This design comes from an exercise in tuning for small area and few clock cycles on the open sky130 flow, not from production work. Where RTL was checked, it was by simulation tests only, not by an equivalence proof against the original. For run 1, only the layout was checked, not whether the RTL still works. No activity file was given, so power comes from the tool's default toggle rates.

===== flow/design.v =====
module eland_tx (
    input  wire        clk,
    input  wire        rst,           
    input  wire        start,
    input  wire [10:0] length,        
    input  wire [1:0]  spread,        
    input  wire [6:0]  npre,          
    output wire        start_ready,
    input  wire [7:0]  in_data,
    input  wire        in_valid,
    output wire        in_ready,
    output wire        chip,
    output wire        chip_valid,
    output wire        chip_last,
    input  wire        chip_ready
);
    localparam [31:0] PRE_PAT  = 32'hB856E2D3;
    localparam [63:0] SYNC_PAT = 64'h35CA4FB1D670B94E;
    reg  [767:0] ring;                  
    wire [31:0]  r0 = ring[31:0];        
    wire [31:0]  r1 = ring[63:32];       
    reg  [4:0]   ph;                     
    reg  [3:0]   sv;                     
    wire [23:0]  dec = 24'd1 << ph;
    reg         ld;                      
    reg  [1:0]  lq;                      
    reg  [4:0]  ls;                      
    reg  [10:0] rem;                     
    reg  [31:0] crc;
    reg  [6:0]  koct_r;                  
    reg         last_r;                  
    wire        host    = (rem > 11'd4);
    wire        nz      = (rem != 11'd0);
    wire [1:0]  fidx    = 2'd0 - rem[1:0];
    wire [31:0] fcs     = ~crc;
    wire [7:0]  fbyte   = fcs >> {fidx, 3'b000};
    wire [7:0]  ov      = host ? in_data : (nz ? fbyte : 8'd0);
    wire        slot_hit = ld && (ph == ls);
    assign      in_ready = slot_hit && host;
    wire        inj     = slot_hit && (!host || in_valid);
    function automatic [31:0] crc32_byte;
        input [31:0] c;
        input [7:0]  d;
        integer k;
        reg [31:0] x;
        begin
            x = c ^ {24'd0, d};
            for (k = 0; k < 8; k = k + 1)
                x = x[0] ? ((x >> 1) ^ 32'hEDB88320) : (x >> 1);
            crc32_byte = x;
        end
    endfunction
    reg         rdy;                     
    reg  [4:0]  ccol;                    
    reg         comp;                    
    reg  [1:0]  cblk;                    
    reg         capf;                    
    reg  [23:0] info;                    
    reg  [11:0] acca, accb;              
    reg         accqa, accqb;            
    reg  [23:0] pbuf;                    
    wire [11:0] sla, slb;
    wire        sqa, sqb;
    assign sla[0] =
        (dec[0] & r0[13]) |
        (dec[2] & r0[1]) |
        (dec[7] & r0[18]) |
        (dec[13] & r0[2]) |
        (dec[18] & r0[23]) |
        (dec[19] & r0[31]);
    assign slb[0] =
        (dec[3] & r0[18]) |
        (dec[4] & r0[13]) |
        (dec[6] & r0[1]) |
        (dec[9] & r0[2]) |
        (dec[22] & r0[23]) |
        (dec[23] & r0[31]);
    assign sla[1] =
        (dec[0] & r0[3]) |
        (dec[7] & r0[29]) |
        (dec[9] & r0[12]) |
        (dec[13] & r0[16]) |
        (dec[22] & r0[1]);
    assign slb[1] =
        (dec[3] & r0[29]) |
        (dec[4] & r0[3]) |
        (dec[9] & r0[16]) |
        (dec[13] & r0[12]) |
        (dec[18] & r0[1]);
    assign sla[2] =
        (dec[4] & r0[20]) |
        (dec[9] & r0[30]) |
        (dec[11] & r0[3]) |
        (dec[17] & r0[8]) |
        (dec[22] & r0[28]);
    assign slb[2] =
        (dec[0] & r0[20]) |
        (dec[13] & r0[30]) |
        (dec[15] & r0[3]) |
        (dec[18] & r0[28]) |
        (dec[21] & r0[8]);
    assign sla[3] =
        (dec[4] & r0[9]) |
        (dec[5] & r0[5]) |
        (dec[8] & r0[31]) |
        (dec[10] & r0[19]) |
        (dec[23] & r0[20]);
    assign slb[3] =
        (dec[0] & r0[9]) |
        (dec[1] & r0[5]) |
        (dec[12] & r0[31]) |
        (dec[14] & r0[19]) |
        (dec[19] & r0[20]);
    assign sla[4] =
        (dec[4] & r0[30]) |
        (dec[9] & r0[3]) |
        (dec[14] & r0[15]) |
        (dec[16] & r0[26]) |
        (dec[19] & r0[1]);
    assign slb[4] =
        (dec[0] & r0[30]) |
        (dec[10] & r0[15]) |
        (dec[13] & r0[3]) |
        (dec[20] & r0[26]) |
        (dec[23] & r0[1]);
    assign sla[5] =
        (dec[1] & r0[17]) |
        (dec[2] & r0[13]) |
        (dec[3] & r0[5]) |
        (dec[15] & r0[24]) |
        (dec[21] & r0[15]);
    assign slb[5] =
        (dec[5] & r0[17]) |
        (dec[6] & r0[13]) |
        (dec[7] & r0[5]) |
        (dec[11] & r0[24]) |
        (dec[17] & r0[15]);
    assign sla[6] =
        (dec[9] & r0[21]) |
        (dec[11] & r0[14]) |
        (dec[15] & r0[6]) |
        (dec[19] & r0[26]) |
        (dec[21] & r0[20]);
    assign slb[6] =
        (dec[11] & r0[6]) |
        (dec[13] & r0[21]) |
        (dec[15] & r0[14]) |
        (dec[17] & r0[20]) |
        (dec[23] & r0[26]);
    assign sla[7] =
        (dec[3] & r0[24]) |
        (dec[6] & r0[3]) |
        (dec[12] & r0[31]) |
        (dec[16] & r0[6]) |
        (dec[23] & r0[9]);
    assign slb[7] =
        (dec[2] & r0[3]) |
        (dec[7] & r0[24]) |
        (dec[8] & r0[31]) |
        (dec[19] & r0[9]) |
        (dec[20] & r0[6]);
    assign sla[8] =
        (dec[2] & r0[20]) |
        (dec[6] & r0[8]) |
        (dec[12] & r0[3]) |
        (dec[16] & r0[17]) |
        (dec[23] & r0[31]);
    assign slb[8] =
        (dec[2] & r0[8]) |
        (dec[6] & r0[20]) |
        (dec[8] & r0[3]) |
        (dec[19] & r0[31]) |
        (dec[20] & r0[17]);
    assign sla[9] =
        (dec[1] & r0[2]) |
        (dec[11] & r0[4]) |
        (dec[13] & r0[9]) |
        (dec[14] & r0[22]) |
        (dec[18] & r0[8]);
    assign slb[9] =
        (dec[5] & r0[2]) |
        (dec[9] & r0[9]) |
        (dec[10] & r0[22]) |
        (dec[15] & r0[4]) |
        (dec[22] & r0[8]);
    assign sla[10] =
        (dec[0] & r0[28]) |
        (dec[4] & r0[13]) |
        (dec[18] & r0[22]) |
        (dec[21] & r0[30]) |
        (dec[23] & r0[3]);
    assign slb[10] =
        (dec[0] & r0[13]) |
        (dec[4] & r0[28]) |
        (dec[17] & r0[30]) |
        (dec[19] & r0[3]) |
        (dec[22] & r0[22]);
    assign sla[11] =
        (dec[4] & r0[2]) |
        (dec[6] & r0[18]) |
        (dec[8] & r0[8]) |
        (dec[10] & r0[26]) |
        (dec[13] & r0[19]);
    assign slb[11] =
        (dec[0] & r0[2]) |
        (dec[2] & r0[18]) |
        (dec[9] & r0[19]) |
        (dec[12] & r0[8]) |
        (dec[14] & r0[26]);
    assign sqa =
        (dec[0] & (r0[4] ^ r0[14] ^ r0[29])) |
        (dec[1] & (r0[3] ^ r0[18])) |
        (dec[2] & (r0[2] ^ r0[14] ^ r0[21])) |
        (dec[3] & (r0[6] ^ r0[25])) |
        (dec[4] & (r0[3] ^ r0[10] ^ r0[14] ^ r0[21] ^ r0[31])) |
        (dec[5] & r0[6]) |
        (dec[6] & (r0[4] ^ r0[9] ^ r0[19])) |
        (dec[7] & (r0[19] ^ r0[30])) |
        (dec[8] & r0[9]) |
        (dec[9] & (r0[4] ^ r0[13] ^ r0[22] ^ r0[24] ^ r0[31])) |
        (dec[10] & (r0[20] ^ r0[27])) |
        (dec[11] & (r0[4] ^ r0[5] ^ r0[15])) |
        (dec[12] & r0[4]) |
        (dec[13] & (r0[3] ^ r0[10] ^ r0[17] ^ r0[20] ^ r0[24])) |
        (dec[14] & r0[23]) |
        (dec[15] & (r0[7] ^ r0[8] ^ r0[25])) |
        (dec[16] & (r0[7] ^ r0[18] ^ r0[24] ^ r0[27])) |
        (dec[17] & r0[9]) |
        (dec[18] & (r0[9] ^ r0[23])) |
        (dec[19] & (r0[2] ^ r0[16] ^ r0[27])) |
        (dec[20] & r0[24]) |
        (dec[21] & (r0[21] ^ r0[31])) |
        (dec[22] & (r0[2] ^ r0[8] ^ r0[29])) |
        (dec[23] & (r0[4] ^ r0[10] ^ r0[21]));
    assign sqb =
        (dec[0] & (r0[3] ^ r0[10] ^ r0[14] ^ r0[21] ^ r0[31])) |
        (dec[1] & r0[6]) |
        (dec[2] & (r0[4] ^ r0[9] ^ r0[19])) |
        (dec[3] & (r0[19] ^ r0[30])) |
        (dec[4] & (r0[4] ^ r0[14] ^ r0[29])) |
        (dec[5] & (r0[3] ^ r0[18])) |
        (dec[6] & (r0[2] ^ r0[14] ^ r0[21])) |
        (dec[7] & (r0[6] ^ r0[25])) |
        (dec[8] & r0[4]) |
        (dec[9] & (r0[3] ^ r0[10] ^ r0[17] ^ r0[20] ^ r0[24])) |
        (dec[10] & r0[23]) |
        (dec[11] & (r0[7] ^ r0[8] ^ r0[25])) |
        (dec[12] & r0[9]) |
        (dec[13] & (r0[4] ^ r0[13] ^ r0[22] ^ r0[24] ^ r0[31])) |
        (dec[14] & (r0[20] ^ r0[27])) |
        (dec[15] & (r0[4] ^ r0[5] ^ r0[15])) |
        (dec[16] & r0[24]) |
        (dec[17] & (r0[21] ^ r0[31])) |
        (dec[18] & (r0[2] ^ r0[8] ^ r0[29])) |
        (dec[19] & (r0[4] ^ r0[10] ^ r0[21])) |
        (dec[20] & (r0[7] ^ r0[18] ^ r0[24] ^ r0[27])) |
        (dec[21] & r0[9]) |
        (dec[22] & (r0[9] ^ r0[23])) |
        (dec[23] & (r0[2] ^ r0[16] ^ r0[27]));
    wire ldone  = inj && (lq == 2'd3) && (ls == 5'd23);
    wire cstart = (rdy || ldone) && !comp && (!capf || xfer) && (ph[2:0] == 3'd7);
    wire lstart = !ld && nz && (ph == 5'd23) &&
                  (!rdy || (ccol == 5'd31 && (comp || cstart)));
    reg [31:0] w;
    integer q;
    always @* begin
        for (q = 0; q < 4; q = q + 1) begin
            if (inj && lq == q)
                w[8*q +: 8] = ov;
            else if (comp)
                w[8*q +: 8] = {(ph[2:0] == 3'd7) ? sv[q] : r1[8*q], r0[8*q+1 +: 7]};
            else
                w[8*q +: 8] = r0[8*q +: 8];
        end
    end
    always @(posedge clk) begin
        ring <= {w, ring[767:32]};
        if (ph[2:0] == 3'd0)
            sv <= {r0[24], r0[16], r0[8], r0[0]};
    end
    function automatic [11:0] parity;
        input [11:0] l;
        input        qn;
        integer k;
        reg p0;
        reg [11:0] p;
        begin
            p0   = ^l;
            p[0] = p0;
            p[1] = l[0] ^ qn;
            for (k = 1; k <= 10; k = k + 1)
                p[k+1] = l[k] ^ p[k] ^ ((k == 6) ? p0 : 1'b0);
            parity = p;
        end
    endfunction
    wire [11:0] pa = parity(acca, accqa);
    wire [11:0] pb = parity(accb, accqb);
    reg  [23:0] pnew;
    integer j;
    always @* begin
        for (j = 0; j < 12; j = j + 1) begin
            pnew[2*j]   = pa[j];
            pnew[2*j+1] = pb[j];
        end
    end
    localparam E_IDLE = 3'd0, E_PRE = 3'd1, E_SYNC = 3'd2, E_PHR = 3'd3, E_PAY = 3'd4;
    reg [2:0]  est;
    reg [9:0]  cnt;
    reg [6:0]  rep;
    reg [8:0]  pn;
    wire [2:0] srep = cnt[2:0];          
    wire [4:0] erow = cnt[7:3];          
    wire       epar = cnt[8];            
    wire [4:0] ecol = rep[4:0];          
    reg [6:0]  ek;
    reg        elast;
    reg [10:0] len_r;
    reg [1:0]  sp_r;
    assign start_ready = (est == E_IDLE);
    wire   accept      = start && start_ready;
    reg [12:0] cmask;
    always @* begin
        case (cnt[7:5])
        3'd0: cmask = 13'h0151;
        3'd1: cmask = 13'h03f2;
        3'd2: cmask = 13'h07b5;
        3'd3: cmask = 13'h0e6a;
        3'd4: cmask = 13'h1cd5;
        3'd5: cmask = 13'h18aa;
        3'd6: cmask = 13'h1054;
        default: cmask = 13'h00a8;
        endcase
    end
    wire [12:0] phr_in  = {sp_r, len_r};
    wire        crc8bit = ^(phr_in & cmask);
    reg         phr_bit;
    always @* begin
        case (cnt[9:8])
        2'd0:    phr_bit = len_r[cnt[7:5]];
        2'd1:    phr_bit = (cnt[7:5] < 3'd5) ? phr_in[{1'b1, cnt[7:5]}] : 1'b0;
        default: phr_bit = crc8bit;
        endcase
    end
    wire [2:0]  smax    = (3'd1 << sp_r) - 3'd1;
    wire        lastrep = (srep == smax);
    wire [6:0]  rpos    = {erow, 2'b00} + {5'd0, ecol[4:3]};
    wire        row_ok  = rpos < ek;
    wire        nrow_ok = (rpos + 7'd4) < ek;
    wire        pay_ok  = epar || (capf && row_ok);
    reg chip_r;
    always @* begin
        case (est)
        E_PRE:   chip_r = PRE_PAT[cnt[4:0]];
        E_SYNC:  chip_r = SYNC_PAT[cnt[5:0]];
        E_PHR:   chip_r = phr_bit ^ pn[0];
        E_PAY:   chip_r = (epar ? pbuf[erow] : info[erow]) ^ pn[0];
        default: chip_r = 1'b0;
        endcase
    end
    assign chip       = chip_r;
    assign chip_valid = (est == E_PRE) || (est == E_SYNC) || (est == E_PHR) ||
                        ((est == E_PAY) && pay_ok);
    assign chip_last  = (est == E_PAY) && epar && (erow == 5'd23) && (ecol == 5'd31) &&
                        elast && lastrep;
    wire   fire       = chip_valid && chip_ready;
    wire   xfer       = (est == E_PAY) && !epar && capf &&
                        (!row_ok || (fire && lastrep && (erow == 5'd23 || !nrow_ok)));
    integer m;
    always @(posedge clk) begin
        if (rst) begin
            ld   <= 1'b0;
            rdy  <= 1'b0;
            comp <= 1'b0;
            capf <= 1'b0;
            ph   <= 5'd0;
        end else begin
            ph <= (ph == 5'd23) ? 5'd0 : ph + 5'd1;
            if (accept) begin
                rem    <= length;
                crc    <= 32'hFFFFFFFF;
                ld     <= 1'b1;
                lq     <= 2'd0;
                ls     <= 5'd0;
                ph     <= 5'd0;
                koct_r <= (length > 11'd96) ? 7'd96 : length[6:0];
                last_r <= (length <= 11'd96);
            end
            if (lstart) begin
                ld     <= 1'b1;
                lq     <= 2'd0;
                ls     <= 5'd0;
                koct_r <= (rem > 11'd96) ? 7'd96 : rem[6:0];
                last_r <= (rem <= 11'd96);
            end
            if (inj) begin
                rem <= rem - {10'd0, nz};
                if (host)
                    crc <= crc32_byte(crc, in_data);
                if (ls == 5'd23) begin
                    ls <= 5'd0;
                    lq <= lq + 2'd1;
                    if (lq == 2'd3) begin
                        ld   <= 1'b0;
                        rdy  <= 1'b1;
                        ccol <= 5'd0;
                    end
                end else begin
                    ls <= ls + 5'd1;
                end
            end
            if (cstart) begin
                comp <= 1'b1;
                cblk <= 2'd0;
            end
            if (comp && ph[2:0] == 3'd7) begin
                cblk <= cblk + 2'd1;
                if (cblk == 2'd2) begin
                    comp <= 1'b0;
                    capf <= 1'b1;
                    ccol <= ccol + 5'd1;
                    if (ccol == 5'd31)
                        rdy <= 1'b0;
                end
            end
            if (xfer)
                capf <= 1'b0;
        end
    end
    wire cfirst = (cblk == 2'd0) && (ph[2:0] == 3'd0);
    always @(posedge clk) begin
        if (comp) begin
            acca  <= (cfirst ? 12'd0 : acca) ^ sla;
            accb  <= (cfirst ? 12'd0 : accb) ^ slb;
            accqa <= (cfirst ? 1'b0 : accqa) ^ sqa;
            accqb <= (cfirst ? 1'b0 : accqb) ^ sqb;
            if (ph[1:0] == 2'd0)
                for (m = 0; m < 6; m = m + 1)
                    if (ph[4:2] == m)
                        for (q = 0; q < 4; q = q + 1)
                            info[6*q + m] <= r0[8*q];
        end
        if (xfer)
            pbuf <= pnew;
    end
    always @(posedge clk) begin
        if (rst) begin
            est <= E_IDLE;
        end else begin
            case (est)
            E_IDLE: begin
                if (accept) begin
                    len_r <= length;
                    sp_r  <= spread;
                    rep   <= npre;
                    cnt   <= 10'd0;
                    est   <= E_PRE;
                end
            end
            E_PRE: if (fire) begin
                cnt <= cnt + 10'd1;
                if (cnt[4:0] == 5'd31) begin
                    rep <= rep - 7'd1;
                    if (rep == 7'd1) begin
                        est <= E_SYNC;
                        cnt <= 10'd0;
                    end
                end
            end
            E_SYNC: if (fire) begin
                cnt <= cnt + 10'd1;
                if (cnt[5:0] == 6'd63) begin
                    est <= E_PHR;
                    cnt <= 10'd0;
                    pn  <= 9'h1FF;
                end
            end
            E_PHR: if (fire) begin
                cnt <= cnt + 10'd1;
                pn  <= {pn[0] ^ pn[5], pn[8:1]};
                if (cnt == 10'd767) begin
                    est   <= E_PAY;
                    pn    <= 9'h1FF;
                    cnt   <= 10'd0;
                    rep   <= 7'd0;
                    ek    <= koct_r;
                    elast <= last_r;
                end
            end
            E_PAY: begin
                if (xfer)
                    cnt[8:3] <= 6'b100000;
                if (fire) begin
                    pn <= {pn[0] ^ pn[5], pn[8:1]};
                    if (lastrep) begin
                        cnt[2:0] <= 3'd0;
                        if (!xfer) begin
                            if (epar && erow == 5'd23) begin
                                cnt[8:3] <= 6'd0;
                                rep[4:0] <= ecol + 5'd1;
                                if (ecol == 5'd31) begin
                                    ek    <= koct_r;
                                    elast <= last_r;
                                    if (elast)
                                        est <= E_IDLE;
                                end
                            end else begin
                                cnt[7:3] <= erow + 5'd1;
                            end
                        end
                    end else begin
                        cnt[2:0] <= srep + 3'd1;
                    end
                end
            end
            default: est <= E_IDLE;
            endcase
        end
    end
endmodule

===== flow/standard.sh =====
#!/bin/bash
# synth_recipe.tcl (not shown) runs the flow's synth.tcl, then flattens the netlist and writes it again
# the make line also repeats each setting of config.mk as NAME=value (left out here)
make -C /OpenROAD-flow-scripts/flow DESIGN_CONFIG=/design/flow/config.mk WORK_HOME=/design/flow/orfs CLKGATE_MAP_FILE= SYNTH_SCRIPT=/design/flow/synth_recipe.tcl "${@:-finish}"

===== flow/flow/run.sh =====
#!/bin/bash
# Standard layout, with clock tree synthesis told not to add dummy loads.
set -euo pipefail
export CTS_ARGS="-sink_clustering_enable -repair_clock_nets -dont_use_dummy_load -buf_list sky130_fd_sc_hd__clkbuf_8 -sink_clustering_size 30"
bash standard.sh > standard.log 2>&1

===== flow/config.mk =====
export PLATFORM = sky130hd
export DESIGN_NAME = eland_tx
export DESIGN_NICKNAME = eland_tx
export VERILOG_FILES = /design/flow/design.v
export SDC_FILE = /design/flow/constraint.sdc
export NUM_CORES = 4
export LEC_CHECK = 0
export CAP_MARGIN = 20
export CORE_MARGIN = 2
export CORE_UTILIZATION = 60
export PLACE_DENSITY = 0.7
export SLEW_MARGIN = 20

===== flow/constraint.sdc =====
create_clock -name core_clock -period 12.0 [get_ports {clk}]
set_input_delay 2.4000 -clock core_clock [delete_from_list [all_inputs] [get_ports {clk}]]
set_output_delay 2.4000 -clock core_clock [all_outputs]
set_load 0.01 [all_outputs]

==> metrics.csv, run 1 <==
stage,metric,value,unit
run_status,status,timing/DRC/antenna clean,
finish,FILL cells,3591,
global_route,antenna violations before repair,0,
placement,Placer Congestion,0.903,
global_route,Total GRT Usage,22.4,%
placement,port buffer count,37,
global_route,met2 Use GR,34.2,%
clock_network,post_cts resized,0,
global_route,GRT overflow,0,
yosys,Mapped Area,29800,sq um
clock_network,clock tree from TritonCTS,done,
yosys,top_reg_cell synth,dfxtp_1,
finish,fin nets,2406,
critical_path,Setup crit start kind,register,
timing,Setup Total Neg Slack,0,ns
power,worst vdd ir,151,uV
timing,Tcrit/Tclk final,56.3,%
critical_path,crit-path max FO,23,
timing,Worst slew margin,21.6,%
hold_path,hold path depth,0,
critical_path,reg-to-reg startpoint,cnt[4],
critical_path,Worst setup EP type,output pin,
floorplan,Rows,81,
critical_path,reg2reg end,koct_r[0],
clock_network,cts hold-fix bufs,0,
routing,Via density,5.37,
routing,Final ANT Viol Nets,0,
finish,Synth-to-Final Area Change,9.52,%
global_route,GR peak layer,met2,
timing,fin. max-slew vios,0,
routing,WL final,55700,microns
critical_path,CP dominant cell by count,mux2_2,
placement,Post-DP HPWL,36800,microns
power,pwr/cell area,197,nW/um^2
clock_network,Max Root-Sink Buffers,3,
floorplan,Die Span X,227,microns
global_route,met3 usage,5.56,%
critical_path,crit path kind,reg2out,
routing,Routed WL per cell,18.6,microns
yosys,average cell area after synthesis,13.4,sq um
finish,n_diodes,0,
critical_path,Critical Path RT,9.60,ns
power,leak pwr,12.2,nW
yosys,Post-Syn Instances,2231,
critical_path,Reg2Reg Setup Slack,7.61,ns
global_route,largest net degree at the start of global routing,77,
timing,RSZ-0062 raised after global routing,no,
timing,Fmax,0.148,GHz
yosys,number of enable-type register cells in the synthesized netlist,190,
finish,share of cells above drive strength 1,10.5,%
clock_network,post-CTS setup buffers,0,
timing,Clock Skew,0.0558,ns
yosys,Yosys cell types,95,
floorplan,Die Ht,227,microns
yosys,"Warnings, synthesis",1,
clock_network,Worst-path clk slew,0.06,ns
global_route,vias in the first global route,16100,
timing,Least-Margin Pin Slew,1.17,ns
floorplan,Ports,38,
clock_network,clk latency of the worst-skew pair,0.75,ns
yosys,flop and latch count out of synthesis,970,
routing,iteration count of the initial detailed-routing pass,7,
critical_path,CP peak stage delay,0.75,ns
floorplan,Initial Util,60.8,%
routing,DRC,0,
floorplan,DIE AREA,51500,sq um
placement,Placed Instances,2853,
critical_path,CP Cell Sequence,buf_4 > mux2i_4 > mux2_2 > o32a_1 > o22ai_1 > a221oi_1 > xnor2_1 > mux2_2 > o211ai_2 > clkdlybuf4s50_1,
critical_path,CP max stage cell,edfxtp_1,
critical_path,CP arrival,4.35,ns
yosys,register area share after synthesis,71.5,%
global_route,first-pass GRT wire length,87500,microns
timing,"Min Clock Period, post-route",6.75,ns
yosys,Async SR Flop Fraction,0,%
critical_path,worst r2r path cells,10,
clock_network,Num CTS Buffers,142,
routing,Detailed Route Iter0 Violations,1128,
clock_network,CTS sink cnt,970,
clock_network,H-tree depth,4,
routing,vias post-DR,16100,
floorplan,core region area,49100,sq um
finish,fin cells,2995,
global_route,met1 Use GR,30.5,%
run,Max-cap violations,0,
timing,"Hold Vio Cnt, Final",0,
clock_network,root buffer cell,clkbuf_8,
timing,final setup fails,0,
yosys,Post-Syn Nets,2304,
hold_path,Hold Path Class,reg2reg,
hold_path,Hold Path End,ring[296],
hold_path,Min-Delay Startpoint,ring[328],
[metal layers]
layer | vias to the layer above | part of all wire, %
met1 | 7605 | 46
li1 | 7843 | -
met5 | - | 0
met3 | 116 | 6.1
met4 | 0 | 2.7
met2 | 508 | 45
[cell families (layout without fill, tap and decap cells)]
| family | after synthesis | in the layout | share of synthesized area, % |
|---|---|---|---|
| fa+ha+maj | 40 | 40 | 1.68 |
| simple gates | 479 | 479 | 7.57 |
| flops | 970 | 970 | 71.5 |
| xor+xnor | 214 | 214 | 6.38 |
| compound gates | 318 | 318 | 7.40 |
| buf+inv | 140 | 240 | 2.05 |
| mux | 70 | 70 | 3.44 |
[flip-flops by register name, summed over array words and instances (netlist names), 7 cells and up]
signal / cells
acca: 12
accb: 12
cnt: 10
crc: 32
ek: 7
info: 24
koct_r: 7
len_r: 11
pbuf: 24
pn: 9
rem: 11
rep: 7
ring: 768
[through the flow]
step	utilization, %	setup slack (ns)	power, mW	hold slack [ns]	instance area, sq um
floorplan	-	6.99	4.25	0.310	29800
global placement	62.6	6.05	4.43	0.310	30700
detailed placement	62.6	6.02	4.45	0.312	30700
CTS	66.6	5.20	6.52	0.291	32700
global route	66.6	5.05	6.74	0.291	32700
finish	66.6	5.25	6.44	0.295	32700
[cell type report]
cell class / count / area (sq um) / share of cell area [%]
flip-flops and latches: 970 / 21300 / 65.3
multi-input cells: 1121 / 7920 / 24.2
clock buffers: 142 / 1950 / 5.98
well taps: 664 / 831 / 2.54
repair buffers: 49 / 460 / 1.41
inverters: 49 / 184 / 0.563
[power by group]
part,switching [mW],internal [mW],leakage (nW)
Sequential,0.134,3.43,7.98
Clock,1.01,1.04,1.02
Combinational,0.451,0.370,3.17
[how the worst max path moves through the flow]
stage	start	end	cells past startpoint	slack, ns
floorplan	chip_ready	ek[0]	8	6.99
global placement	cnt[5]	chip	10	6.05
detailed placement	cnt[5]	chip	10	6.02
CTS	cnt[5]	chip	10	5.20
global route	cnt[5]	chip	10	5.05
finish	cnt[5]	chip	10	5.25
[placed cells by master, fill, tap and decap left out, types with 5 or more instances in the layout]
cell and instances:
mux4_2 22, edfxtp_1 190, and2_1 12, a21oi_1 64
nor2_1 95, dfxtp_1 779, a211oi_1 6, nand2_1 180
o211ai_1 15, inv_1 49, a22oi_1 42, a222oi_1 14
xor2_1 58, a31oi_1 10, nand4_1 6, mux2i_1 18
nand3_1 33, a221oi_1 8, clkdlybuf4s50_1 37, a21o_1 8
ha_1 40, mux2_2 29, a32o_1 5, xnor2_1 152
nor4_1 11, and3_1 16, nor3_1 55, a31o_2 5
o21ai_0 79, buf_4 12, clkbuf_8 142, nand2b_1 18
nor2b_1 18
[worst max-delay path, delay by kind of cell (launching register included)]
family / cells / cell delay [ns]
muxes: 3 / 1.09
buffers and inverters: 2 / 0.96
DFF: 1 / 0.75
AOI/OAI and AO/OA: 4 / 0.56
xor gates and xnor gates: 1 / 0.27
[synth_stat cells, types with 12 or more instances]
master      n  area share (%)
o211ai_1   15            0.38
nor3_1     55            0.92
nand2_1   180             2.3
nand2b_1   18            0.38
inv_1      49            0.62
and2_1     12            0.25
a222oi_1   14            0.47
dfxtp_1   780              52
ha_1       40             1.7
nor2b_1    18            0.38
mux2i_1    18            0.60
o21ai_0    79             1.3
xor2_1     58             1.7
nand3_1    33            0.55
nor2_1     96             1.2
xnor2_1   152             4.5
buf_1      12            0.15
mux2_2     29             1.1
mux4_2     22             1.7
clkbuf_1   59            0.74
edfxtp_1  190              19
and3_1     17            0.36
a22oi_1    42             1.1
a21oi_1    65             1.1
==> run 2: changes to the inputs <==
--- a/flow/design.v
+++ b/flow/design.v
@@ -17,4 +17,8 @@
     localparam [31:0] PRE_PAT  = 32'hB856E2D3;
     localparam [63:0] SYNC_PAT = 64'h35CA4FB1D670B94E;
+    localparam E_IDLE = 3'd0, E_PRE = 3'd1, E_SYNC = 3'd2, E_PHR = 3'd3, E_PAY = 3'd4;
+    reg  [2:0]   est;                    
+    wire         cwnext;                 
+    wire         xfer;                   
     reg  [767:0] ring;                  
     wire [31:0]  r0 = ring[31:0];        
@@ -26,10 +30,12 @@
     reg  [1:0]  lq;                      
     reg  [4:0]  ls;                      
-    reg  [10:0] rem;                     
+    reg  [10:0] rlen;                    
+    reg         ahead;                   
     reg  [31:0] crc;
-    reg  [6:0]  koct_r;                  
-    reg         last_r;                  
-    wire        host    = (rem > 11'd4);
-    wire        nz      = (rem != 11'd0);
+    wire [6:0]  lo      = {lq, 4'd0} + {1'b0, lq, 3'd0} + {2'd0, ls};
+    wire [7:0]  loff    = {1'b0, lo} + (ahead ? 8'd96 : 8'd0);
+    wire [11:0] rem     = {1'b0, rlen} - {4'd0, loff};
+    wire        host    = !rem[11] && (rem[10:0] > 11'd4);
+    wire        nz      = !rem[11] && (rem[10:0] != 11'd0);
     wire [1:0]  fidx    = 2'd0 - rem[1:0];
     wire [31:0] fcs     = ~crc;
@@ -52,5 +58,5 @@
     endfunction
     reg         rdy;                     
-    reg  [4:0]  ccol;                    
+    wire [4:0]  ccol;                    
     reg         comp;                    
     reg  [1:0]  cblk;                    
@@ -260,5 +266,5 @@
     wire ldone  = inj && (lq == 2'd3) && (ls == 5'd23);
     wire cstart = (rdy || ldone) && !comp && (!capf || xfer) && (ph[2:0] == 3'd7);
-    wire lstart = !ld && nz && (ph == 5'd23) &&
+    wire lstart = !ld && (est != E_IDLE) && (rlen > 11'd96) && !ahead && (ph == 5'd23) &&
                   (!rdy || (ccol == 5'd31 && (comp || cstart)));
     reg [31:0] w;
@@ -304,6 +310,4 @@
         end
     end
-    localparam E_IDLE = 3'd0, E_PRE = 3'd1, E_SYNC = 3'd2, E_PHR = 3'd3, E_PAY = 3'd4;
-    reg [2:0]  est;
     reg [9:0]  cnt;
     reg [6:0]  rep;
@@ -313,7 +317,5 @@
     wire       epar = cnt[8];            
     wire [4:0] ecol = rep[4:0];          
-    reg [6:0]  ek;
-    reg        elast;
-    reg [10:0] len_r;
+    wire       elast = (rlen <= 11'd96);   
     reg [1:0]  sp_r;
     assign start_ready = (est == E_IDLE);
@@ -332,10 +334,10 @@
         endcase
     end
-    wire [12:0] phr_in  = {sp_r, len_r};
+    wire [12:0] phr_in  = {sp_r, rlen};    
     wire        crc8bit = ^(phr_in & cmask);
     reg         phr_bit;
     always @* begin
         case (cnt[9:8])
-        2'd0:    phr_bit = len_r[cnt[7:5]];
+        2'd0:    phr_bit = rlen[cnt[7:5]];
         2'd1:    phr_bit = (cnt[7:5] < 3'd5) ? phr_in[{1'b1, cnt[7:5]}] : 1'b0;
         default: phr_bit = crc8bit;
@@ -345,6 +347,6 @@
     wire        lastrep = (srep == smax);
     wire [6:0]  rpos    = {erow, 2'b00} + {5'd0, ecol[4:3]};
-    wire        row_ok  = rpos < ek;
-    wire        nrow_ok = (rpos + 7'd4) < ek;
+    wire        row_ok  = {4'd0, rpos} < rlen;
+    wire        nrow_ok = {4'd0, rpos} + 11'd4 < rlen;
     wire        pay_ok  = epar || (capf && row_ok);
     reg chip_r;
@@ -364,6 +366,9 @@
                         elast && lastrep;
     wire   fire       = chip_valid && chip_ready;
-    wire   xfer       = (est == E_PAY) && !epar && capf &&
+    assign xfer       = (est == E_PAY) && !epar && capf &&
                         (!row_ok || (fire && lastrep && (erow == 5'd23 || !nrow_ok)));
+    assign ccol       = (est == E_PAY) ? ecol + {4'd0, epar | xfer} : 5'd0;
+    assign cwnext     = (est == E_PAY) && fire && lastrep && epar && (erow == 5'd23) &&
+                        (ecol == 5'd31) && !elast;
     integer m;
     always @(posedge clk) begin
@@ -377,5 +382,6 @@
             ph <= (ph == 5'd23) ? 5'd0 : ph + 5'd1;
             if (accept) begin
-                rem    <= length;
+                rlen   <= length;
+                ahead  <= 1'b0;
                 crc    <= 32'hFFFFFFFF;
                 ld     <= 1'b1;
@@ -383,16 +389,16 @@
                 ls     <= 5'd0;
                 ph     <= 5'd0;
-                koct_r <= (length > 11'd96) ? 7'd96 : length[6:0];
-                last_r <= (length <= 11'd96);
             end
             if (lstart) begin
                 ld     <= 1'b1;
+                ahead  <= 1'b1;
                 lq     <= 2'd0;
                 ls     <= 5'd0;
-                koct_r <= (rem > 11'd96) ? 7'd96 : rem[6:0];
-                last_r <= (rem <= 11'd96);
+            end
+            if (cwnext) begin
+                rlen   <= rlen - 11'd96;
+                ahead  <= 1'b0;
             end
             if (inj) begin
-                rem <= rem - {10'd0, nz};
                 if (host)
                     crc <= crc32_byte(crc, in_data);
@@ -403,5 +409,4 @@
                         ld   <= 1'b0;
                         rdy  <= 1'b1;
-                        ccol <= 5'd0;
                     end
                 end else begin
@@ -418,5 +423,4 @@
                     comp <= 1'b0;
                     capf <= 1'b1;
-                    ccol <= ccol + 5'd1;
                     if (ccol == 5'd31)
                         rdy <= 1'b0;
@@ -450,5 +454,4 @@
             E_IDLE: begin
                 if (accept) begin
-                    len_r <= length;
                     sp_r  <= spread;
                     rep   <= npre;
@@ -483,6 +486,4 @@
                     cnt   <= 10'd0;
                     rep   <= 7'd0;
-                    ek    <= koct_r;
-                    elast <= last_r;
                 end
             end
@@ -498,10 +499,6 @@
                                 cnt[8:3] <= 6'd0;
                                 rep[4:0] <= ecol + 5'd1;
-                                if (ecol == 5'd31) begin
-                                    ek    <= koct_r;
-                                    elast <= last_r;
-                                    if (elast)
-                                        est <= E_IDLE;
-                                end
+                                if (ecol == 5'd31 && elast)
+                                    est <= E_IDLE;
                             end else begin
                                 cnt[7:3] <= erow + 5'd1;
==> flow/flow/run.sh (replaced) <==
#!/bin/bash
# Standard layout; clock tree synthesis without dummy loads and with larger sink clusters.
set -euo pipefail
export CTS_ARGS="-sink_clustering_enable -repair_clock_nets -dont_use_dummy_load -buf_list sky130_fd_sc_hd__clkbuf_16 -sink_clustering_size 24 -sink_clustering_max_diameter 150"
bash standard.sh > standard.log 2>&1
==> metrics.csv, run 2 <==
stage,metric,value,unit,change
run_status,status,timing/DRC/antenna clean,,
timing,final setup fails,0,,unchanged
hold_path,Min-Delay Startpoint,ring[638],,
global_route,antenna violations before repair,0,,unchanged
routing,Final ANT Viol Nets,0,,unchanged
timing,"Min Clock Period, post-route",7.44,ns,+0.687 ns
finish,FILL cells,3516,,-2.1%
yosys,leading cell types by total area after synthesis,"dfxtp_1 (54%), edfxtp_1 (16%), xnor2_1 (4.2%)",,
floorplan,Initial Util,60.9,%,about the same
placement,Placer Congestion,0.872,,-3.4%
power,leak pwr,11.7,nW,-3.8%
critical_path,crit path kind,reg2out,,
timing,RSZ-0062 raised after global routing,no,,
critical_path,Critical Path RT,9.60,ns,about the same
finish,Synth-to-Final Area Change,6.88,%,
clock_network,Worst-path clk slew,0.11,ns,+0.05 ns
floorplan,DIE AREA,50200,sq um,-2.5%
clock_network,cts hold-fix bufs,0,,unchanged
timing,Clock Skew,0.0477,ns,-0.00814 ns
finish,max FFs per register,768,,unchanged
yosys,register area share after synthesis,70.2,%,-1.3 points
critical_path,worst r2r path cells,18,,+8
global_route,GRT overflow,0,,unchanged
clock_network,post-CTS setup buffers,0,,unchanged
finish,fin nets,2301,,-4.4%
clock_network,root buffer cell,clkbuf_16,,
hold_path,hold path depth,0,,unchanged
global_route,largest net degree at the start of global routing,75,,-2.6%
clock_network,Num CTS Buffers,45,,-68%
global_route,first-pass GRT wire length,89600,microns,+2.4%
placement,Post-DP HPWL,37600,microns,+2.1%
global_route,Total GRT Usage,23.2,%,+0.81 points
routing,Detailed Route Iter0 Violations,1268,,+12%
yosys,number of enable-type register cells in the synthesized netlist,159,,-16%
clock_network,post_cts resized,0,,unchanged
placement,port buffer count,37,,unchanged
timing,Setup WS post-layout,4.56,ns,-0.687 ns
clock_network,H-tree depth,2,,-2
finish,n_diodes,0,,unchanged
finish,"commonest non-fill, non-tap cell in the layout",dfxtp_1,,
floorplan,Rows,80,,-1.2%
critical_path,reg2reg end,ls[3],,
critical_path,reg-to-reg startpoint,cnt[4],,
yosys,Post-Syn Nets,2301,,-0.13%
timing,Fmax,0.134,GHz,-9.2%
clock_network,Max Root-Sink Buffers,3,,unchanged
hold_path,Hold Path End,ring[606],,
critical_path,CP arrival,5.04,ns,+0.69 ns
yosys,top-area cell type share of the netlist area,53.7,%,+1.4 points
routing,WL final,57700,microns,+3.6%
finish,share of cells above drive strength 1,6.34,%,-4.2 points
yosys,Mapped Area,29100,sq um,-2.6%
yosys,average cell area after synthesis,13.2,sq um,-1.6%
routing,iteration count of the initial detailed-routing pass,6,,-1
timing,Worst slew margin,20.0,%,-1.6 points
yosys,flop and latch count out of synthesis,939,,-3.2%
floorplan,core region area,47700,sq um,-2.7%
routing,vias post-DR,15700,,-2.4%
timing,"Hold Vio Cnt, Final",0,,unchanged
timing,Tcrit/Tclk final,62.0,%,+5.7 points
yosys,Post-synth top cells,"dfxtp_1 (780), edfxtp_1 (159), nand2_1 (139), xnor2_1 (139), a21oi_1 (94)",,
critical_path,Setup crit start kind,register,,
run,Max-cap violations,0,,unchanged
floorplan,Ports,38,,unchanged
finish,Largest Register,ring,,
power,pwr/cell area,195,nW/um^2,-1.3%
critical_path,Reg2Reg Setup Slack,6.65,ns,-0.96 ns
clock_network,clk latency of the worst-skew pair,0.59,ns,-0.16 ns
timing,fin. max-slew vios,0,,unchanged
routing,Via density,5.56,,+3.6%
yosys,Async SR Flop Fraction,0,%,unchanged
clock_network,CTS sink cnt,939,,-3.2%
power,Design Power,6.04,mW,-6.2%
clock_network,clock tree from TritonCTS,done,,
yosys,Yosys cell types,81,,-15%
power,worst vdd ir,166,uV,+9.9%
floorplan,Die Ht,224,microns,-1.3%
global_route,vias in the first global route,15500,,-3.8%
critical_path,Worst setup EP type,output pin,,
critical_path,crit-path max FO,10,,-57%
timing,Setup Total Neg Slack,0,ns,unchanged
yosys,cell with the most instances after synthesis,dfxtp_1,,
routing,Routed WL per cell,20.4,microns,+10%
timing,worst hold slack,0.283,ns,-0.0129 ns
yosys,cell taking the most area after synthesis,dfxtp_1,,
hold_path,Hold Path Class,reg2reg,,
floorplan,Die Span X,224,microns,-1.3%
yosys,top_reg_cell synth,dfxtp_1,,
routing,DRC,0,,unchanged
finish,most frequent cells in the layout,"dfxtp_1 (779), edfxtp_1 (159), xnor2_1 (139), nand2_1 (139), a21oi_1 (94)",,
timing,Least-Margin Pin Slew,1.20,ns,+0.0310 ns
yosys,Post-Syn Instances,2209,,-0.99%
yosys,"Warnings, synthesis",1,,unchanged
placement,DP Worst Slack,5.23,ns,-0.795 ns
finish,largest registers,"ring: 768 flops, crc: 32 flops",,
-- run 2: cell types whose count changed in the layout (fill, tap and decap cells not counted), moves of 13 or more --
cell	previous run	this run
nand2_1	180	139
nor2_1	95	81
a21oi_1	64	94
clkbuf_16	0	45
edfxtp_1	190	159
clkbuf_8	142	0
ha_1	40	53
inv_1	49	62
xnor2_1	152	139
-- run 2: stage by stage --
step	std cells	utilization, %	instance area, sq um
after floorplan	2209	-	29100
after global placement	2777	62.7	29900
after detailed placement	2777	62.7	29900
after CTS	2822	65.0	31000
after global routing	2822	65.0	31100
final	2822	65.0	31100
-- run 2: logic make-up after synthesis --
kind of cell / share of synthesized area [%]
xor+xnor: 6.21
flops: 70.2
fa+ha+maj: 2.70
mux: 3.57
compound gates: 7.56
simple gates: 7.56
buf+inv: 2.23
-- run 2: power breakdown --
part / switching (mW) / leakage, nW / internal [mW]
combinational: 0.646 / 3.42 / 0.459
sequential: 0.0991 / 7.74 / 3.29
clock: 0.881 / 0.555 / 0.671
-- run 2: worst max path at each step --
stage / cells past startpoint / end / from
after CTS: 16 / in_ready / rlen[2]
after detailed placement: 16 / in_ready / rlen[2]
after floorplan: 16 / in_ready / rlen[2]
after global placement: 16 / in_ready / rlen[2]
after global routing: 16 / in_ready / rlen[2]
final: 16 / in_ready / rlen[2]
-- run 2: layer usage --
layer / part of all wire (%) / GRT usage (%) / wire, microns / up-vias
met4: 2.9 / 7.81 / 1660 / 0
met1: 45 / 32.5 / 25700 / 7544
met2: 47 / 37.3 / 26900 / 486
li1: - / - / - / 7554
met5: 0 / 0 / 0 / -
met3: 5.9 / 3.45 / 3410 / 103
-- run 2: cell type report --
cell class                      instances  area [sq um]  area share (%)
Clock buffer                           45          1130            3.63
Inverter                               62           233           0.749
Multi-Input combinational cell       1108          8050            25.9
Sequential cell                       939         20400            65.7
Tap cell                              615           769            2.48
Timing Repair Buffer                   53           490            1.58
-- run 2: worst max-delay path, cell delays in order, from the launching register on --
cell,delay [ns]
edfxtp_1,0.60
inv_1,0.17
ha_1,0.32
xnor2_1,0.20
xor2_1,0.22
inv_1,0.07
ha_1,0.19
or2_2,0.31
fa_1,0.40
nand2_1,0.10
a31oi_1,0.10
o211ai_1,0.24
a211o_1,0.19
nand3_1,0.11
a41oi_2,0.48
and2_1,0.23
clkdlybuf4s50_1,0.53
Testbench counts of run 2, summed over its fixed seeds: cycles 1,790,809.
==> run 3: changes to the inputs <==
==> flow/flow/run.sh (replaced) <==
#!/bin/bash
# Standard layout; clock tree synthesis without dummy loads and with larger sink clusters.
set -euo pipefail
export CTS_ARGS="-sink_clustering_enable -repair_clock_nets -dont_use_dummy_load -buf_list sky130_fd_sc_hd__clkbuf_8 -sink_clustering_size 14 -sink_clustering_max_diameter 100"
bash standard.sh > standard.log 2>&1
==> metrics.csv, run 3 <==
stage,metric,value,unit,change
critical_path,crit-path max FO,10,,unchanged
timing,"Hold Vio Cnt, Final",0,,unchanged
timing,Setup Total Neg Slack,0,ns,unchanged
hold_path,Hold Path Class,reg2reg,,
placement,port buffer count,37,,unchanged
timing,RSZ-0062 raised after global routing,no,,
timing,fin. max-slew vios,0,,unchanged
timing,Least-Margin Pin Slew,1.19,ns,-0.00468 ns
timing,final setup fails,0,,unchanged
global_route,antenna violations before repair,0,,unchanged
clock_network,Num CTS Buffers,77,,+71%
timing,"Min Clock Period, post-route",7.51,ns,+0.0708 ns
clock_network,cts hold-fix bufs,0,,unchanged
timing,Tcrit/Tclk final,62.6,%,+0.59 points
yosys,Post-Syn Nets,2301,,unchanged
yosys,cell taking the most area after synthesis,dfxtp_1,,
critical_path,Setup crit start kind,register,,
run_status,status,timing/DRC/antenna clean,,
timing,Clock Skew,0.0623,ns,+0.0146 ns
clock_network,post_cts resized,0,,unchanged
power,Design Power,5.95,mW,-1.5%
yosys,Yosys cell types,81,,unchanged
timing,Fmax,0.133,GHz,-0.94%
finish,max FFs per register,768,,unchanged
yosys,top-area cell type share of the netlist area,53.7,%,unchanged
routing,Final ANT Viol Nets,0,,unchanged
power,pwr/cell area,192,nW/um^2,-1.3%
clock_network,clk latency of the worst-skew pair,0.68,ns,+0.09 ns
critical_path,crit path kind,reg2out,,
global_route,Total GRT Usage,23.0,%,-0.18 points
critical_path,Reg2Reg Setup Slack,6.67,ns,+0.02 ns
power,worst vdd ir,153,uV,-7.7%
routing,iteration count of the initial detailed-routing pass,6,,unchanged
yosys,Mapped Area,29100,sq um,unchanged
yosys,Post-synth top cells,"dfxtp_1 (780), edfxtp_1 (159), nand2_1 (139), xnor2_1 (139), a21oi_1 (94)",,
power,leak pwr,11.7,nW,about the same
routing,Routed WL per cell,19.9,microns,-2.5%
placement,Placed Instances,2777,,unchanged
clock_network,H-tree depth,3,,+1
finish,fin area,31000,sq um,-0.21%
finish,most frequent cells in the layout,"dfxtp_1 (779), edfxtp_1 (159), xnor2_1 (139), nand2_1 (139), a21oi_1 (94)",,
placement,Placer Congestion,0.872,,unchanged
hold_path,Hold Path End,ring[490],,
yosys,Async SR Flop Fraction,0,%,unchanged
routing,Detailed Route Iter0 Violations,1207,,-4.8%
yosys,average cell area after synthesis,13.2,sq um,unchanged
critical_path,worst r2r path cells,18,,unchanged
finish,share of cells above drive strength 1,7.68,%,+1.3 points
global_route,first-pass GRT wire length,88700,microns,-0.92%
clock_network,Worst-path clk slew,0.09,ns,-0.02 ns
yosys,"Warnings, synthesis",1,,unchanged
floorplan,Rows,80,,unchanged
clock_network,post-CTS setup buffers,0,,unchanged
floorplan,Die Ht,224,microns,unchanged
routing,DRC,0,,unchanged
global_route,GRT overflow,0,,unchanged
clock_network,Max Root-Sink Buffers,3,,unchanged
yosys,number of enable-type register cells in the synthesized netlist,159,,unchanged
timing,Worst slew margin,20.3,%,+0.31 points
finish,Largest Register,ring,,
finish,fin nets,2333,,+1.4%
finish,largest registers,"ring: 768 flops, crc: 32 flops",,
placement,placed cell areas,29900,sq um,unchanged
finish,Synth-to-Final Area Change,6.66,%,
clock_network,CTS sink cnt,939,,unchanged
critical_path,CP arrival,5.11,ns,+0.07 ns
floorplan,Initial Util,60.9,%,unchanged
yosys,cell with the most instances after synthesis,dfxtp_1,,
yosys,leading cell types by total area after synthesis,"dfxtp_1 (54%), edfxtp_1 (16%), xnor2_1 (4.2%)",,
finish,"commonest non-fill, non-tap cell in the layout",dfxtp_1,,
finish,FILL cells,3538,,+0.63%
clock_network,clock tree from TritonCTS,done,,
critical_path,Critical Path RT,9.60,ns,about the same
hold_path,hold path depth,0,,unchanged
run,Max-cap violations,0,,unchanged
placement,Post-DP HPWL,37600,microns,unchanged
floorplan,Die Span X,224,microns,unchanged
global_route,vias in the first global route,15600,,+1.0%
global_route,largest net degree at the start of global routing,75,,unchanged
floorplan,Ports,38,,unchanged
yosys,top_reg_cell synth,dfxtp_1,,
floorplan,core region area,47700,sq um,unchanged
hold_path,Min-Delay Startpoint,ring[522],,
critical_path,reg2reg end,ls[0],,
finish,fin cells,2855,,+1.2%
yosys,flop and latch count out of synthesis,939,,unchanged
yosys,Post-Syn Instances,2209,,unchanged
routing,vias post-DR,15800,,+0.73%
floorplan,DIE AREA,50200,sq um,unchanged
clock_network,root buffer cell,clkbuf_8,,
routing,WL final,56900,microns,-1.4%
yosys,register area share after synthesis,70.2,%,unchanged
routing,Via density,5.53,,-0.44%
critical_path,Worst setup EP type,output pin,,
finish,fin util,64.9,%,-0.13 points
critical_path,reg-to-reg startpoint,cnt[4],,
-- run 3: cell types whose count changed in the layout (fill, tap and decap cells not counted) --
cell	previous run	this run
diode_2	0	1
clkbuf_16	45	0
clkbuf_8	0	77
-- run 3: worst max-delay path: stages, from the launching register on --
cell and delay (ns):
edfxtp_1 0.61, inv_1 0.17, ha_1 0.32, xnor2_1 0.20, xor2_1 0.22, inv_1 0.07
ha_1 0.19, or2_2 0.31, fa_1 0.40, nand2_1 0.10, a31oi_1 0.10, o211ai_1 0.24
a211o_1 0.19, nand3_1 0.11, a41oi_2 0.49, and2_1 0.23, clkdlybuf4s50_1 0.53
-- run 3: cell families (layout without fill, tap and decap cells) --
| logic type | count (synthesis) | in the layout | synth area share, % |
|---|---|---|---|
| other | 0 | 1 | 0 |
| flip-flops | 939 | 939 | 70.2 |
| multiplexers | 70 | 70 | 3.57 |
| AO/OA/AOI/OAI | 324 | 324 | 7.56 |
| XOR/XNOR | 206 | 206 | 6.21 |
| adder cells (fa/ha/maj) | 59 | 59 | 2.70 |
| AND/OR/NAND/NOR | 449 | 449 | 7.56 |
| buffers and inverters | 162 | 192 | 2.23 |
-- run 3: metal layers --
| layer | routed length [microns] | track usage (%) | vias to the layer above |
|---|---|---|---|
| met5 | 0 | 0 | - |
| met4 | 1760 | 9.10 | 0 |
| met3 | 3540 | 4.18 | 106 |
| met2 | 25700 | 36.0 | 510 |
| met1 | 25900 | 32.1 | 7575 |
| li1 | - | - | 7610 |
-- run 3: area by class of cell --
type	instances	area (sq um)	area share, %
repair buffers	53	490	1.58
well taps	615	769	2.48
clock buffers	77	1060	3.42
diodes	1	2.50	0.00807
multi-input cells	1108	8050	26.0
inverters	62	233	0.751
flip-flops and latches	939	20400	65.8
-- run 3: report_power, final --
group	switching [mW]	internal, mW	leakage (nW)	total (mW)
logic	0.648	0.459	3.42	1.11
clock network	0.886	0.575	0.554	1.46
registers	0.0990	3.29	7.74	3.38
-- run 3: stage by stage --
| step | hold slack [ns] | worst slack, ns |
|---|---|---|
| after global routing | 0.295 | 4.20 |
| after detailed placement | 0.312 | 5.23 |
| after CTS | 0.278 | 4.48 |
| final | 0.290 | 4.49 |
| after floorplan | 0.310 | 6.11 |
| after global placement | 0.310 | 5.34 |
-- run 3: worst max-delay path by stage --
stage,startpoint,slack [ns],to
final,rlen[2],4.49,in_ready
after CTS,rlen[2],4.48,in_ready
after detailed placement,rlen[2],5.23,in_ready
after floorplan,rlen[2],6.11,in_ready
after global placement,rlen[2],5.34,in_ready
after global routing,rlen[2],4.20,in_ready
==> run 4: changes to the inputs <==
==> flow/flow/run.sh (replaced) <==
#!/bin/bash
# Standard layout; clock tree synthesis without dummy loads and with larger
# sink clusters; ports buffered with the smallest buffer.
set -euo pipefail
export CTS_ARGS="-sink_clustering_enable -repair_clock_nets -dont_use_dummy_load -buf_list sky130_fd_sc_hd__clkbuf_8 -sink_clustering_size 14 -sink_clustering_max_diameter 100"
export BUFFER_PORTS_ARGS="-inputs -outputs -buffer_cell sky130_fd_sc_hd__buf_1"
bash standard.sh > standard.log 2>&1
==> metrics.csv, run 4 <==
stage,metric,value,unit,change
yosys,Async SR Flop Fraction,0,%,unchanged
routing,vias post-DR,16000,,+1.1%
timing,Setup Total Neg Slack,0,ns,unchanged
critical_path,Setup crit start kind,register,,
timing,Tcrit/Tclk final,59.3,%,-3.3 points
floorplan,Rows,80,,unchanged
critical_path,CP Cell Sequence,inv_1 > ha_1 > xnor2_1 > xor2_1 > inv_1 > ha_1 > or2_2 > fa_1 > nand2_1 > a31oi_1 > o211ai_1 > a211o_1 > nand3_1 > a41oi_2 > and2_1 > buf_1,,
global_route,antenna violations before repair,0,,unchanged
timing,Clock Skew,0.0352,ns,-0.0271 ns
critical_path,Worst setup EP type,output pin,,
yosys,"Warnings, synthesis",1,,unchanged
finish,most frequent cells in the layout,"dfxtp_1 (779), edfxtp_1 (159), xnor2_1 (139), nand2_1 (139), a21oi_1 (94)",,
timing,"Min Clock Period, post-route",7.11,ns,-0.394 ns
power,worst vdd ir,167,uV,+9.5%
yosys,register area share after synthesis,70.2,%,unchanged
yosys,cell taking the most area after synthesis,dfxtp_1,,
timing,final setup fails,0,,unchanged
critical_path,Critical Path RT,9.60,ns,about the same
finish,n_diodes,0,,-1
routing,DRC,0,,unchanged
finish,Largest Register,ring,,
timing,Least-Margin Pin Slew,1.07,ns,-0.121 ns
timing,worst hold slack,0.282,ns,-0.00767 ns
clock_network,Worst-path clk slew,0.09,ns,about the same
placement,Placed Instances,2779,,+0.072%
finish,"commonest non-fill, non-tap cell in the layout",dfxtp_1,,
critical_path,crit-path max FO,10,,unchanged
global_route,GRT overflow,0,,unchanged
finish,fin cells,2858,,+0.11%
placement,Placer Congestion,0.897,,+2.8%
finish,fin nets,2337,,+0.17%
clock_network,CTS sink cnt,939,,unchanged
routing,WL final,57000,microns,+0.15%
yosys,Yosys cell types,81,,unchanged
yosys,average cell area after synthesis,13.2,sq um,unchanged
global_route,first-pass GRT wire length,89700,microns,+1.1%
finish,largest registers,"ring: 768 flops, crc: 32 flops",,
floorplan,DIE AREA,50200,sq um,unchanged
timing,Fmax,0.141,GHz,+5.5%
global_route,largest net degree at the start of global routing,75,,unchanged
yosys,top_reg_cell synth,dfxtp_1,,
yosys,top-area cell type share of the netlist area,53.7,%,unchanged
timing,"Hold Vio Cnt, Final",0,,unchanged
placement,Post-DP HPWL,37900,microns,+0.62%
timing,Worst slew margin,28.0,%,+7.7 points
yosys,Post-Syn Nets,2301,,unchanged
yosys,leading cell types by total area after synthesis,"dfxtp_1 (54%), edfxtp_1 (16%), xnor2_1 (4.2%)",,
yosys,Mapped Area,29100,sq um,unchanged
timing,fin. max-slew vios,0,,unchanged
yosys,flop and latch count out of synthesis,939,,unchanged
power,leak pwr,11.6,nW,-0.59%
floorplan,Die Span X,224,microns,unchanged
critical_path,CP arrival,4.71,ns,-0.40 ns
timing,RSZ-0062 raised after global routing,no,,
clock_network,post-CTS setup buffers,0,,unchanged
critical_path,CP peak stage delay,0.59,ns,-0.02 ns
hold_path,Hold Path Class,reg2reg,,
yosys,Post-synth top cells,"dfxtp_1 (780), edfxtp_1 (159), nand2_1 (139), xnor2_1 (139), a21oi_1 (94)",,
critical_path,CP max stage cell,edfxtp_1,,
routing,iteration count of the initial detailed-routing pass,8,,+2
routing,Detailed Route Iter0 Violations,1552,,+29%
routing,Via density,5.59,,+1.0%
clock_network,root buffer cell,clkbuf_8,,
placement,port buffer count,37,,unchanged
yosys,Post-Syn Instances,2209,,unchanged
clock_network,clk latency of the worst-skew pair,0.66,ns,-0.02 ns
finish,max FFs per register,768,,unchanged
routing,Final ANT Viol Nets,0,,unchanged
clock_network,clock tree from TritonCTS,done,,
global_route,Total GRT Usage,23.2,%,+0.19 points
yosys,cell with the most instances after synthesis,dfxtp_1,,
floorplan,core region area,47700,sq um,unchanged
run_status,status,timing/DRC/antenna clean,,
floorplan,Ports,38,,unchanged
critical_path,crit path kind,reg2out,,
clock_network,H-tree depth,3,,unchanged
routing,Routed WL per cell,19.9,microns,about the same
power,pwr/cell area,193,nW/um^2,+0.43%
clock_network,cts hold-fix bufs,0,,unchanged
run,Max-cap violations,0,,unchanged
clock_network,Num CTS Buffers,77,,unchanged
finish,share of cells above drive strength 1,7.89,%,+0.21 points
global_route,vias in the first global route,15900,,+1.4%
clock_network,Max Root-Sink Buffers,3,,unchanged
yosys,number of enable-type register cells in the synthesized netlist,159,,unchanged
floorplan,Die Ht,224,microns,unchanged
clock_network,post_cts resized,0,,unchanged
floorplan,Initial Util,60.9,%,unchanged
finish,Synth-to-Final Area Change,6.01,%,
==> run 4: layout make-up <==
type / instances / area (sq um)
clock buffers: 77 / 1060
flip-flops and latches: 939 / 20400
repair buffers: 57 / 305
multi-input cells: 1108 / 8050
fillers: 3570 / 16900
well taps: 615 / 769
inverters: 62 / 233
==> run 4: cell families (layout without fill, tap and decap cells) <==
family / Yosys count / in the layout / share of synthesized area [%]
compound gates: 324 / 324 / 7.56
xor+xnor: 206 / 206 / 6.21
fa+ha+maj: 59 / 59 / 2.70
buf+inv: 162 / 196 / 2.23
flops: 939 / 939 / 70.2
mux: 70 / 70 / 3.57
simple gates: 449 / 449 / 7.56
==> run 4: through the flow <==
stage / worst slack, ns / utilization [%] / instance area (sq um) / total power, mW
2_1_floorplan: 6.11 / - / 29100 / 4.26
3_3_place_gp: 5.72 / 62.2 / 29700 / 4.51
4_1_cts: 4.85 / 64.4 / 30800 / 5.99
6_report: 4.89 / 64.5 / 30800 / 5.94
5_1_grt: 4.52 / 64.5 / 30800 / 6.23
3_5_place_dp: 5.59 / 62.2 / 29700 / 4.54
==> run 4: per-layer routing <==
metal	GRT usage [%]	share of wire, %	vias up
li1	-	-	7623
met3	4.11	5.4	119
met2	36.2	45	520
met5	0	0	-
met4	8.88	3.4	0
met1	32.7	46	7715
==> run 4: worst max-delay path, delay by kind of cell (launching register included) <==
family	cells	cell delay, ns
compound gates	4	1.07
flops	1	0.59
buf+inv	3	0.38
fa+ha+maj	3	0.91
xor+xnor	2	0.39
simple gates	4	0.74
==> run 4: where the power goes <==
group	internal, mW	switching [mW]	leakage, nW	total (mW)
clock network	0.575	0.887	0.554	1.46
logic	0.443	0.647	3.35	1.09
registers	3.29	0.105	7.74	3.39
==> run 4: final timing paths <==
check	start	endpoint	slack [ns]	cells past startpoint
max	rlen[2]	in_ready	4.89	16
min	ring[478]	ring[446]	0.28	0
max reg2reg	cnt[4]	ls[2]	6.78	18
min reg2reg	ring[478]	ring[446]	0.28	0
==> run 5: changes to the inputs <==
==> flow/flow/run.sh (replaced) <==
#!/bin/bash
# Standard layout; clock tree synthesis without dummy loads and with larger
# sink clusters; ports buffered with the smallest buffer.
set -euo pipefail
export CTS_ARGS="-sink_clustering_enable -repair_clock_nets -dont_use_dummy_load -buf_list sky130_fd_sc_hd__clkbuf_4 -sink_clustering_size 8 -sink_clustering_max_diameter 80"
export BUFFER_PORTS_ARGS="-inputs -outputs -buffer_cell sky130_fd_sc_hd__buf_1"
bash standard.sh > standard.log 2>&1
==> metrics.csv, run 5 <==
stage,metric,value,unit,change
floorplan,Initial Util,60.9,%,unchanged
floorplan,DIE AREA,50200,sq um,unchanged
timing,"Hold Vio Cnt, Final",0,,unchanged
finish,max FFs per register,768,,unchanged
critical_path,crit-path max FO,10,,unchanged
finish,Largest Register,ring,,
routing,Detailed Route Iter0 Violations,1287,,-17%
power,clock network power share,24.2,%,-0.4 points
yosys,cell with the most instances after synthesis,dfxtp_1,,
critical_path,CP arrival,4.97,ns,+0.26 ns
global_route,Total GRT Usage,23.6,%,+0.42 points
finish,FILL cells,3608,,+1.1%
finish,fin nets,2396,,+2.5%
routing,DRC,0,,unchanged
run_status,status,timing/DRC/antenna clean,,
routing,WL final,57300,microns,+0.46%
power,worst vdd ir,134,uV,-20%
power,Design Power,5.91,mW,-0.59%
clock_network,CTS sink cnt,939,,unchanged
clock_network,clock tree from TritonCTS,done,,
yosys,flop and latch count out of synthesis,939,,unchanged
floorplan,Ports,38,,unchanged
global_route,largest net degree at the start of global routing,75,,unchanged
finish,Synth-to-Final Area Change,5.94,%,about the same
routing,Via density,5.56,,-0.61%
timing,Worst slew margin,27.2,%,-0.77 points
yosys,"Warnings, synthesis",1,,unchanged
yosys,Mapped Area,29100,sq um,unchanged
clock_network,Num CTS Buffers,136,,+77%
floorplan,core region area,47700,sq um,unchanged
yosys,Post-Syn Instances,2209,,unchanged
placement,placed cell areas,29700,sq um,unchanged
yosys,Yosys cell types,81,,unchanged
global_route,antenna violations before repair,3,,+3
finish,"commonest non-fill, non-tap cell in the layout",dfxtp_1,,
critical_path,crit path buf inv count,3,,unchanged
routing,Final ANT Viol Nets,0,,unchanged
critical_path,crit path kind,reg2out,,
placement,port buffer count,37,,unchanged
power,pwr/cell area,192,nW/um^2,-0.52%
yosys,register area share after synthesis,70.2,%,unchanged
critical_path,Critical Path RT,9.60,ns,about the same
global_route,first-pass GRT wire length,90800,microns,+1.2%
yosys,Post-synth top cells,"dfxtp_1 (780), edfxtp_1 (159), nand2_1 (139), xnor2_1 (139), a21oi_1 (94)",,
clock_network,Worst-path clk slew,0.09,ns,about the same
yosys,number of enable-type register cells in the synthesized netlist,159,,unchanged
yosys,top_reg_cell synth,dfxtp_1,,
yosys,leading cell types by total area after synthesis,"dfxtp_1 (54%), edfxtp_1 (16%), xnor2_1 (4.2%)",,
power,sw frac,28.0,%,+0.45 points
clock_network,H-tree depth,4,,+1
global_route,vias in the first global route,16300,,+3.0%
critical_path,Setup crit start kind,register,,
finish,most frequent cells in the layout,"dfxtp_1 (779), edfxtp_1 (159), xnor2_1 (139), nand2_1 (139), clkbuf_4 (136)",,
yosys,Async SR Flop Fraction,0,%,unchanged
power,Flop pwr share,57.4,%,+0.3 points
clock_network,post-CTS setup buffers,0,,unchanged
finish,largest registers,"ring: 768 flops, crc: 32 flops",,
hold_path,Hold Path Class,reg2reg,,
finish,share of cells above drive strength 1,10.3,%,+2.4 points
routing,iteration count of the initial detailed-routing pass,5,,-3
critical_path,CP max stage cell,edfxtp_1,,
clock_network,clk latency of the worst-skew pair,0.97,ns,+0.31 ns
timing,Setup Total Neg Slack,0,ns,unchanged
clock_network,post_cts resized,0,,unchanged
placement,Placer Congestion,0.897,,unchanged
yosys,average cell area after synthesis,13.2,sq um,unchanged
global_route,GRT overflow,0,,unchanged
yosys,Post-Syn Nets,2301,,unchanged
floorplan,Rows,80,,unchanged
critical_path,CP peak stage delay,0.59,ns,about the same
yosys,top-area cell type share of the netlist area,53.7,%,unchanged
timing,Clock Skew,0.117,ns,+0.0819 ns
floorplan,Die Ht,224,microns,unchanged
critical_path,Worst setup EP type,output pin,,
run,Max-cap violations,0,,unchanged
floorplan,Die Span X,224,microns,unchanged
yosys,cell taking the most area after synthesis,dfxtp_1,,
timing,Tcrit/Tclk final,61.4,%,+2.1 points
critical_path,"delay-heaviest family, CP",compound AO/OA/AOI/OAI gates,,
timing,Least-Margin Pin Slew,1.08,ns,+0.0115 ns
clock_network,root buffer cell,clkbuf_4,,
timing,"Min Clock Period, post-route",7.37,ns,+0.257 ns
power,Psw,1.66,mW,+1.0%
finish,fin area,30800,sq um,about the same
clock_network,Max Root-Sink Buffers,3,,unchanged
placement,Post-DP HPWL,37900,microns,unchanged
critical_path,CP Cell Sequence,inv_1 > ha_1 > xnor2_1 > xor2_1 > inv_1 > ha_1 > or2_2 > fa_1 > nand2_1 > a31oi_1 > o211ai_1 > a211o_1 > nand3_1 > a41oi_2 > and2_1 > buf_1,,
power,Comb pwr share,18.4,%,about the same
timing,Fmax,0.136,GHz,-3.5%
clock_network,cts hold-fix bufs,0,,unchanged
finish,fin util,64.5,%,about the same
timing,final setup fails,0,,unchanged
timing,fin. max-slew vios,0,,unchanged
power,P_int,4.25,mW,-1.2%
timing,RSZ-0062 raised after global routing,no,,
power,leak pwr,11.7,nW,+0.62%
routing,vias post-DR,16200,,+1.7%
routing,Routed WL per cell,19.6,microns,-1.8%
## run 5: cell counts after synthesis
No cell type changed its count.
## run 5: layout make-up
| cell class | count | area (sq um) | area share, % |
|---|---|---|---|
| flip-flops and latches | 939 | 20400 | 66.2 |
| repair buffers | 57 | 305 | 0.992 |
| multi-input cells | 1108 | 8050 | 26.1 |
| inverters | 62 | 233 | 0.756 |
| clock buffers | 136 | 1020 | 3.32 |
| diodes | 7 | 17.5 | 0.0569 |
| well taps | 615 | 769 | 2.50 |
## run 5: per-stage QoR
step	instances	hold WS (ns)	worst slack, ns
floorplan	2209	0.310	6.11
global placement	2779	0.310	5.72
detailed placement	2779	0.312	5.59
CTS	2915	0.260	4.55
global route	2923	0.271	4.24
finish	2924	0.264	4.63
## run 5: power by group through the flow
stage	clock network (mW)	registers [mW]	logic, mW
2_1_floorplan	0	3.40	0.865
3_3_place_gp	0	3.46	1.04
3_5_place_dp	0	3.47	1.07
4_1_cts	1.50	3.40	1.07
5_1_grt	1.62	3.40	1.20
6_report	1.43	3.39	1.09
## run 5: logic make-up after synthesis
logic type	Yosys count	share of synthesized area, %
buf+inv	162	2.23
fa+ha+maj	59	2.70
mux	70	3.57
compound gates	324	7.56
simple gates	449	7.56
xor+xnor	206	6.21
flops	939	70.2
## run 5: worst reg2reg max path, delay by kind of cell (launching register included)
kind	cells	cell delay, ns
AO/OA/AOI/OAI	6	1.63
XOR/XNOR	2	0.33
adder cells (fa/ha/maj)	4	1.05
flip-flops	1	0.91
AND/OR/NAND/NOR	6	0.95
## run 5: final timing paths
kind             start        end  slack [ns]  depth (start not counted)
max            rlen[2]   in_ready        4.63                         16
min          ring[688]  ring[656]        0.26                          0
max reg2reg     cnt[4]      ls[1]        6.77                         18
min reg2reg  ring[688]  ring[656]        0.26                          0
## run 5: layer usage
metal,GRT usage (%),wire (microns),up-vias
met3,5.06,3240,118
met5,0,0,-
met2,36.5,26300,525
met4,10.1,1720,0
met1,32.5,26000,7798
li1,-,-,7805

[separate check: timing with driven ports]
In the flow no input, the clock included, has a driving cell. The finished layouts below were timed again as built, in two steps.
Step 1 (the two cells are an assumption about what drives the block):
set clk [get_ports {clk}]
set_driving_cell -lib_cell sky130_fd_sc_hd__clkbuf_16 $clk
set_driving_cell -lib_cell sky130_fd_sc_hd__buf_2 [delete_from_list [all_inputs] $clk]
Step 2, shift: input delay + t, output delay - t, t = (earliest + latest rising clock arrival at the registers) / 2. This alone moves slack from input paths to output paths.
Slacks: ideal / step 1 / step 2; pairs: ideal / step 1.
run	shift t [ns]	slack for setup (ns)	cell pins on the clock port's net
run 1	0.773	5.250 / 5.196 / 5.969	1
run 2	0.625	4.563 / 4.508 / 5.133	1
run 3	0.703	4.492 / 4.437 / 5.140	1
run 4	0.697	4.887 / 4.832 / 5.529	1
run 5	0.965	4.630 / 4.576 / 5.541	1
After both steps every run listed still meets setup and hold.
